Source: an optimization exercise on an open RTL-to-GDS flow (aim: small area, a short achievable clock period and few clock cycles per item). Production flows keep margins and buffers that such runs may drop. The RTL was checked by simulation tests, not by an equivalence proof against the original design.

--- flow/run.sh ---
#!/bin/bash
# synth_recipe.tcl (not shown) runs the flow's synth.tcl, then flattens the netlist and writes it again
# the make line also repeats each setting of config.mk as NAME=value (left out here)
make -C /OpenROAD-flow-scripts/flow DESIGN_CONFIG=/design/flow/config.mk WORK_HOME=/design/flow/orfs CLKGATE_MAP_FILE= SYNTH_SCRIPT=/design/flow/synth_recipe.tcl finish
--- flow/config.mk ---
export PLATFORM = sky130hd
export DESIGN_NAME = fp8_dot
export DESIGN_NICKNAME = fp8_dot
export VERILOG_FILES = /design/flow/design.v
export SDC_FILE = /design/flow/constraint.sdc
export NUM_CORES = 4
export LEC_CHECK = 0
export CAP_MARGIN = 20
export CORE_MARGIN = 2
export CORE_UTILIZATION = 40
export SLEW_MARGIN = 20
--- flow/constraint.sdc ---
create_clock -name core_clock -period 17.0 [get_ports {clk}]
set_input_delay 3.4000 -clock core_clock [delete_from_list [all_inputs] [get_ports {clk}]]
set_output_delay 3.4000 -clock core_clock [all_outputs]
set_load 0.01 [all_outputs]
--- flow/design.v ---
module fp8_decode (
    input  wire       fmt,     
    input  wire [7:0] x,
    output reg  [3:0] sig,
    output reg  [4:0] sh,
    output reg        nan,
    output reg        inf
);
    always @(*) begin
        if (!fmt) begin
            sig = {x[6:3] != 4'd0, x[2:0]};
            sh  = (x[6:3] == 4'd0) ? 5'd0 : {1'b0, x[6:3]} - 5'd1;
            nan = (x[6:0] == 7'h7F);
            inf = 1'b0;
        end else begin
            sig = {1'b0, x[6:2] != 5'd0, x[1:0]};
            sh  = (x[6:2] == 5'd0) ? 5'd0 : x[6:2] - 5'd1;
            nan = (x[6:2] == 5'h1F) && (x[1:0] != 2'd0);
            inf = (x[6:2] == 5'h1F) && (x[1:0] == 2'd0);
        end
    end
endmodule
module fp8_product (
    input  wire              en,
    input  wire              afmt,
    input  wire              bfmt,
    input  wire [7:0]        a,
    input  wire [7:0]        b,
    output wire signed [72:0] val,
    output wire              is_nan,
    output wire              is_pinf,
    output wire              is_ninf
);
    wire [3:0] sig_a, sig_b;
    wire [4:0] sh_a, sh_b;
    wire       nan_a, nan_b, inf_a, inf_b;
    fp8_decode u_da (.fmt(afmt), .x(a), .sig(sig_a), .sh(sh_a), .nan(nan_a), .inf(inf_a));
    fp8_decode u_db (.fmt(bfmt), .x(b), .sig(sig_b), .sh(sh_b), .nan(nan_b), .inf(inf_b));
    wire zero_a = ~inf_a & ~nan_a & (sig_a == 4'd0);
    wire zero_b = ~inf_b & ~nan_b & (sig_b == 4'd0);
    wire sign   = a[7] ^ b[7];
    wire nan = nan_a | nan_b | (inf_a & zero_b) | (inf_b & zero_a);
    wire inf = ~nan & (inf_a | inf_b);
    assign is_nan  = en & nan;
    assign is_pinf = en & inf & ~sign;
    assign is_ninf = en & inf & sign;
    wire [7:0]  psig = sig_a * sig_b;
    wire [5:0]  psh  = sh_a + sh_b;
    wire [71:0] mag  = {64'd0, psig} << psh;
    wire finite = en & ~nan_a & ~nan_b & ~inf_a & ~inf_b;
    assign val = !finite ? 73'sd0 :
                 sign    ? -$signed({1'b0, mag}) : $signed({1'b0, mag});
endmodule
module fp32_round (
    input  wire signed [72:0] acc,
    input  wire [1:0]         fmt,    
    output reg  [31:0]        res
);
    reg        sign;
    reg [71:0] mag;
    reg [6:0]  msb;
    reg [71:0] norm;
    reg [7:0]  q;
    reg [7:0]  bexp;
    reg [22:0] frac;
    reg        guard, sticky, rnd;
    integer    k;
    always @(*) begin
        sign = acc[72];
        mag  = sign ? -acc[71:0] : acc[71:0];
        msb = 7'd0;
        for (k = 0; k < 72; k = k + 1)
            if (mag[k]) msb = k[6:0];
        case (fmt)
            2'b00:   q = 8'd18;
            2'b11:   q = 8'd32;
            default: q = 8'd25;
        endcase
        norm   = mag << (7'd71 - msb);
        frac   = norm[70:48];
        guard  = norm[47];
        sticky = |norm[46:0];
        rnd    = guard & (sticky | frac[0]);
        bexp   = {1'b0, msb} + 8'd127 - q;
        if (mag == 72'd0)
            res = 32'd0;
        else
            res = {sign, {bexp, frac} + {30'd0, rnd}};
    end
endmodule
module fp8_dot (
    input  wire        clk,
    input  wire        rst,
    input  wire        in_valid,
    output wire        in_ready,
    input  wire        in_last,
    input  wire [3:0]  in_mask,
    input  wire        in_afmt,      
    input  wire        in_bfmt,
    input  wire [31:0] in_a,
    input  wire [31:0] in_b,
    output reg         out_valid,
    output reg  [31:0] out_data
);
    localparam ACC_W = 73;
    assign in_ready = 1'b1;
    wire accept = in_valid & in_ready;
    wire signed [ACC_W-1:0] lane_val [0:3];
    wire [3:0] lane_nan;
    wire [3:0] lane_pinf;
    wire [3:0] lane_ninf;
    genvar i;
    generate
        for (i = 0; i < 4; i = i + 1) begin : g_lane
            fp8_product u_prod (
                .en     (in_mask[i]),
                .afmt   (in_afmt),
                .bfmt   (in_bfmt),
                .a      (in_a[8*i+7:8*i]),
                .b      (in_b[8*i+7:8*i]),
                .val    (lane_val[i]),
                .is_nan (lane_nan[i]),
                .is_pinf(lane_pinf[i]),
                .is_ninf(lane_ninf[i])
            );
        end
    endgenerate
    wire signed [ACC_W-1:0] beat_sum = lane_val[0] + lane_val[1] + lane_val[2] + lane_val[3];
    reg                     open;        
    reg signed [ACC_W-1:0]  acc;
    reg                     acc_nan;
    reg                     acc_pinf;
    reg                     acc_ninf;
    reg [1:0]               acc_fmt;     
    reg                     pend;        
    always @(posedge clk) begin
        if (rst) begin
            open      <= 1'b0;
            pend      <= 1'b0;
            acc       <= {ACC_W{1'b0}};
            acc_nan   <= 1'b0;
            acc_pinf  <= 1'b0;
            acc_ninf  <= 1'b0;
            acc_fmt   <= 2'b00;
        end else begin
            pend <= accept & in_last;
            if (accept) begin
                open    <= ~in_last;
                acc_fmt <= {in_afmt, in_bfmt};
                if (open) begin
                    acc      <= acc + beat_sum;
                    acc_nan  <= acc_nan  | (|lane_nan);
                    acc_pinf <= acc_pinf | (|lane_pinf);
                    acc_ninf <= acc_ninf | (|lane_ninf);
                end else begin
                    acc      <= beat_sum;
                    acc_nan  <= |lane_nan;
                    acc_pinf <= |lane_pinf;
                    acc_ninf <= |lane_ninf;
                end
            end
        end
    end
    wire [31:0] packed_sum;
    fp32_round u_round (
        .acc (acc),
        .fmt (acc_fmt),
        .res (packed_sum)
    );
    always @(posedge clk) begin
        if (rst) begin
            out_valid <= 1'b0;
            out_data  <= 32'd0;
        end else begin
            out_valid <= pend;
            if (pend) begin
                if (acc_nan | (acc_pinf & acc_ninf))
                    out_data <= 32'h7FC0_0000;
                else if (acc_pinf)
                    out_data <= 32'h7F80_0000;
                else if (acc_ninf)
                    out_data <= 32'hFF80_0000;
                else
                    out_data <= packed_sum;
            end
        end
    end
endmodule
==> impl.org <==
** Run status
- The flow ran to the end and the layout has no timing, DRC or antenna violations.

** Synth
- Sequential fraction of the synthesis area :: 0.05047
- The synthesized netlist occupies a cell area of 44830 um2.
- Arithmetic-cell share of the synthesized area counting full adders, half adders and majority gates :: 0.1429
- Yosys mapped the design onto 122 distinct sky130hd cell types.
- Synthesis produced a netlist with a net count of 7275.
- Fraction of the mapped netlist area in compound gates :: 0.3406
- Of the total synthesized cell area, the portion taken by XOR and XNOR cells is 0.09448.
- After synthesis, the largest family of logic cells by area is compound AO/OA/AOI/OAI gates.
- Proportion of register bits with asynchronous set or reset after synthesis :: 0
- #FFs+latches synth :: 113
- EDFF count, synth :: 0
- Warnings, synthesis :: 3
- Synth Instances :: 6792
- The portion of synthesized area spent on multiplexers is 0.03101.
- Syn_area_per_cell :: 6.600 um2
- Prevailing post-synth register cell :: sky130_fd_sc_hd__dfxtp_1
- Area share of and/or/nand/nor cells after synthesis :: 0.2736

** Floorplanning
- The floorplan has 122 rows.
- 108 I/O pins were placed.
- The die is 338.8 um wide.
- The die is 338.8 um tall.
- For this configuration, the core starts out at a cell density of 0.4039.
- The core region is 111000 um2.
- Die Area :: 114800 um2

** Final layout
- Share of layout cells above drive strength 1 :: 0.1299
- Once layout is done, the placed cells without fillers occupy 52190 um2.
- Diodes inserted :: 0
- For this run, the post-layout net count is 7627.
- Area growth from synthesis to layout :: 16.42%
- Layout Utilization :: 0.4703

** Route
- The routed layout has 55340 vias.
- The first detailed-routing pass ran for 8 iterations.
- Drt wl/cell :: 24.25 um
- After detailed routing, the number of remaining DRC violations is 0.
- Using the TritonRoute via totals, the vias-per-cell ratio works out to 6.402.
- Antenna Nets Post-Route :: 0
- For this block, the initial DRC count from the detailed router was 6449.
- Routed wire length :: 209600 um

** Timing
- Fin Clk Skew :: 0.01623 ns
- Period Utilization, post-route :: 0.9617
- Measured against its own limit, the worst slew margin works out to 0.2000.
- Final count of pins violating max slew :: 0
- For the pin with the worst max-slew slack, the measured transition is 1.196 ns.
- Final Hold Fails :: 0
- Setup violations remaining at the end of the flow were counted as 0.
- Clock period minus final worst setup slack :: 16.35 ns
- Timing would allow up to 0.06117 GHz.
- Worst-case hold slack :: 0.4823 ns

** GRT
- The first global-routing pass estimated 315200 um of wire.
- Overflow left after global routing :: 0
- The number of global-route vias before repair is 51010.
- Global-route total usage across every layer :: 0.3476
- Largest net degree at the start of global routing :: 72
- Antenna violations before repair :: 1

** Clock network
- TritonCTS built the clock tree.
- CTS max path bufs :: 2
- The number of clock buffers added by TritonCTS is 17.
- For this design, the sink count on the clock tree is 113.
- Clock-pin transition on the worst setup and hold timing paths :: 0.07 ns
- Post-CTS Hold Fix Bufs :: 0
- The H-tree generated during clock tree synthesis spans 4 levels.
- The cell sitting at the root of the clock tree is a sky130_fd_sc_hd__clkbuf_16.
- Clock insertion delay at the later pin of the skew report :: 0.47 ns

** Worst setup path
- Critical path data required time :: 17.38 ns
- Critical path launch point type :: input port
- Worst Reg2Reg Path Length in Cells :: 25
- Start-to-end type of the worst setup path :: in2reg
- Longest individual stage delay on the worst path :: 0.57 ns
- The slowest stage of the critical path is the sky130_fd_sc_hd__fa_1 cell.
- By instance count, the cell type seen most on the critical path is sky130_fd_sc_hd__a21o_1.
- Along the worst path, the maximum fanout reaches 4.
- Arrival @ worst endpoint :: 16.73 ns
- The worst setup path is captured at a flop.

** Job
- The tool flagged a number of max-cap violations equal to 0.

** Min path
- The path class of the tightest hold or removal check is reg2reg.
- Counting instances, the worst hold path has a depth of 1.

** Placement
- Estimated wirelength of the detail-placed design :: 170100 um
- After detailed placement, the total cell area comes to 51270 um2.
- The congestion estimate from routability-driven global placement came to 1.082.
- Port buffering added 106 buffers.
## Yosys cell counts (38+ instances only)
library cell	count	area (um2)
sky130_fd_sc_hd__o211ai_1	75	563.0
sky130_fd_sc_hd__a21oi_1	531	2658
sky130_fd_sc_hd__xor2_1	175	1533
sky130_fd_sc_hd__buf_1	39	146.4
sky130_fd_sc_hd__a311oi_1	38	332.8
sky130_fd_sc_hd__ha_1	243	3040
sky130_fd_sc_hd__fa_1	166	3323
sky130_fd_sc_hd__nor3_1	196	980.9
sky130_fd_sc_hd__o32ai_1	40	350.3
sky130_fd_sc_hd__o2111ai_1	39	341.6
sky130_fd_sc_hd__a22oi_1	55	412.9
sky130_fd_sc_hd__nand3_1	168	840.8
sky130_fd_sc_hd__xnor2_1	306	2680
sky130_fd_sc_hd__o21a_1	38	285.3
sky130_fd_sc_hd__nor2_1	780	2928
sky130_fd_sc_hd__nand2_1	827	3104
sky130_fd_sc_hd__o21bai_1	41	307.8
sky130_fd_sc_hd__a211oi_1	156	1171
sky130_fd_sc_hd__o21ai_0	393	1967
sky130_fd_sc_hd__a31oi_1	105	656.9
sky130_fd_sc_hd__and2_1	73	456.7
sky130_fd_sc_hd__dfxtp_1	113	2262
sky130_fd_sc_hd__nand2b_1	85	531.8
sky130_fd_sc_hd__o22ai_1	87	544.3
sky130_fd_sc_hd__o31ai_1	73	548.0
sky130_fd_sc_hd__mux2i_1	115	1151
sky130_fd_sc_hd__or3_1	50	312.8
sky130_fd_sc_hd__nor4_1	71	444.2
sky130_fd_sc_hd__nor2b_1	52	325.3
sky130_fd_sc_hd__clkbuf_1	376	1411
sky130_fd_sc_hd__a21o_1	132	991.0
sky130_fd_sc_hd__nand4_1	75	469.2
sky130_fd_sc_hd__and3_1	62	387.9
sky130_fd_sc_hd__o221ai_1	67	586.8
sky130_fd_sc_hd__inv_1	309	1160
## cell type report
class / instances / area, um2
Fill cell: 11570 / 58790
Timing Repair Buffer: 790 / 6181
Inverter: 318 / 1194
Tap cell: 1488 / 1862
Clock inverter: 14 / 132.6
Clock buffer: 18 / 450.4
Sequential cell: 113 / 2267
Multi-Input combinational cell: 5904 / 40100
## critical path, delay by kind of cell
kind,cells,cell delay [ns]
AOI/OAI and AO/OA,30,6.20
adders and majority gates,8,3.12
and+or+nand+nor,14,2.19
buffers and inverters,7,1.06
xor gates and xnor gates,4,0.75
## what timing repair did
item	4_1_cts	5_1_grt
gates resized for setup	0	75
endpoints found under the setup margin	0	13
buffers inserted	0	2
## cells by family (layout without fill, tap and decap cells)
family / count (synthesis) / count (layout)
flip-flops: 113 / 113
buffers and inverters: 775 / 1140
AO/OA/AOI/OAI: 2259 / 2259
other: 1 / 1
adder cells (fa/ha/maj): 413 / 413
AND/OR/NAND/NOR: 2617 / 2617
XOR/XNOR: 482 / 482
multiplexers: 132 / 132
## flip-flops by register name, summed over array words and instances (netlist names)
register	count
acc_ninf	1
acc_nan	1
out_valid	1
pend	1
acc	73
out_data	32
acc_pinf	1
open	1
acc_fmt	2
## placed cells by master (no fill, tap or decap), types with 75 or more instances in the layout
| master | Yosys | routed |
|---|---|---|
| sky130_fd_sc_hd__o21ai_0 | 393 | 379 |
| sky130_fd_sc_hd__xnor2_1 | 306 | 298 |
| sky130_fd_sc_hd__o22ai_1 | 87 | 86 |
| sky130_fd_sc_hd__ha_1 | 243 | 243 |
| sky130_fd_sc_hd__clkdlybuf4s50_1 | 0 | 102 |
| sky130_fd_sc_hd__nand3_1 | 168 | 167 |
| sky130_fd_sc_hd__a21oi_1 | 531 | 523 |
| sky130_fd_sc_hd__nor3_1 | 196 | 194 |
| sky130_fd_sc_hd__o211ai_1 | 75 | 75 |
| sky130_fd_sc_hd__nand4_1 | 75 | 75 |
| sky130_fd_sc_hd__a211oi_1 | 156 | 156 |
| sky130_fd_sc_hd__buf_4 | 2 | 686 |
| sky130_fd_sc_hd__nand2_1 | 827 | 824 |
| sky130_fd_sc_hd__inv_1 | 309 | 308 |
| sky130_fd_sc_hd__fa_1 | 166 | 166 |
| sky130_fd_sc_hd__dfxtp_1 | 113 | 111 |
| sky130_fd_sc_hd__a21o_1 | 132 | 132 |
| sky130_fd_sc_hd__nor2_1 | 780 | 779 |
| sky130_fd_sc_hd__xor2_1 | 175 | 165 |
| sky130_fd_sc_hd__a31oi_1 | 105 | 103 |
| sky130_fd_sc_hd__mux2i_1 | 115 | 115 |
| sky130_fd_sc_hd__nand2b_1 | 85 | 85 |
## worst paths after layout
kind          startpoint      endpoint  slack (ns)
max              in_a[2]       acc[71]        0.65
min reg2reg  out_data[7]   out_data[7]        0.48
min          out_data[7]   out_data[7]        0.48
max reg2reg       acc[0]  out_data[20]        7.57
## through the flow
step / setup slack [ns] / instances / TNS, ns
global route: -0.06284 / 8645 / -0.07129
floorplan: 0.3726 / 6792 / 0
detailed placement: -0.1171 / 8611 / -0.1490
finish: 0.6516 / 8645 / 0
CTS: 0.3237 / 8643 / 0
global placement: 0.03888 / 8611 / 0
## layer usage
layer	wire (um)	part of all wire	up-vias	GRT usage
met5	0	0	-	0
met4	16380	0.078	0	0.2245
met3	17140	0.082	604	0.04514
met2	90570	0.43	2936	0.5432
met1	85540	0.41	26090	0.4498
li1	-	-	25710	-
Testbench counts, summed over its fixed seeds: cycles 21,363, chunks 384.

## what the ideal ports hide
The results above use ideal ports. As a check the final layout listed here was re-extracted and re-timed, cells and wires unchanged. Step 1 assumes that a clkbuf_16 drives the clock port and a buf_2 every other input. Step 2 times the ports against the registers' clock, not the clock port: input delays grow and output delays shrink by t, the midpoint of the rising clock arrivals with the driver on. a / b / c = ideal ports / drivers / drivers and shift; a / b = the first two.
shift t [ns]: 0.522
slack for setup (ns): 0.652 / 0.687 / 0.165
worst hold slack (ns): 0.482 / 0.482 / 0.482
slew at the worst register clock pin (ns): 0.07 / 0.07
worst data-port slew with drivers (ns): 0.06
After both steps setup and hold are still met in this run. For this run, drivers alone change the setup slack by +0.035 ns; drivers and shift together by -0.487 ns.
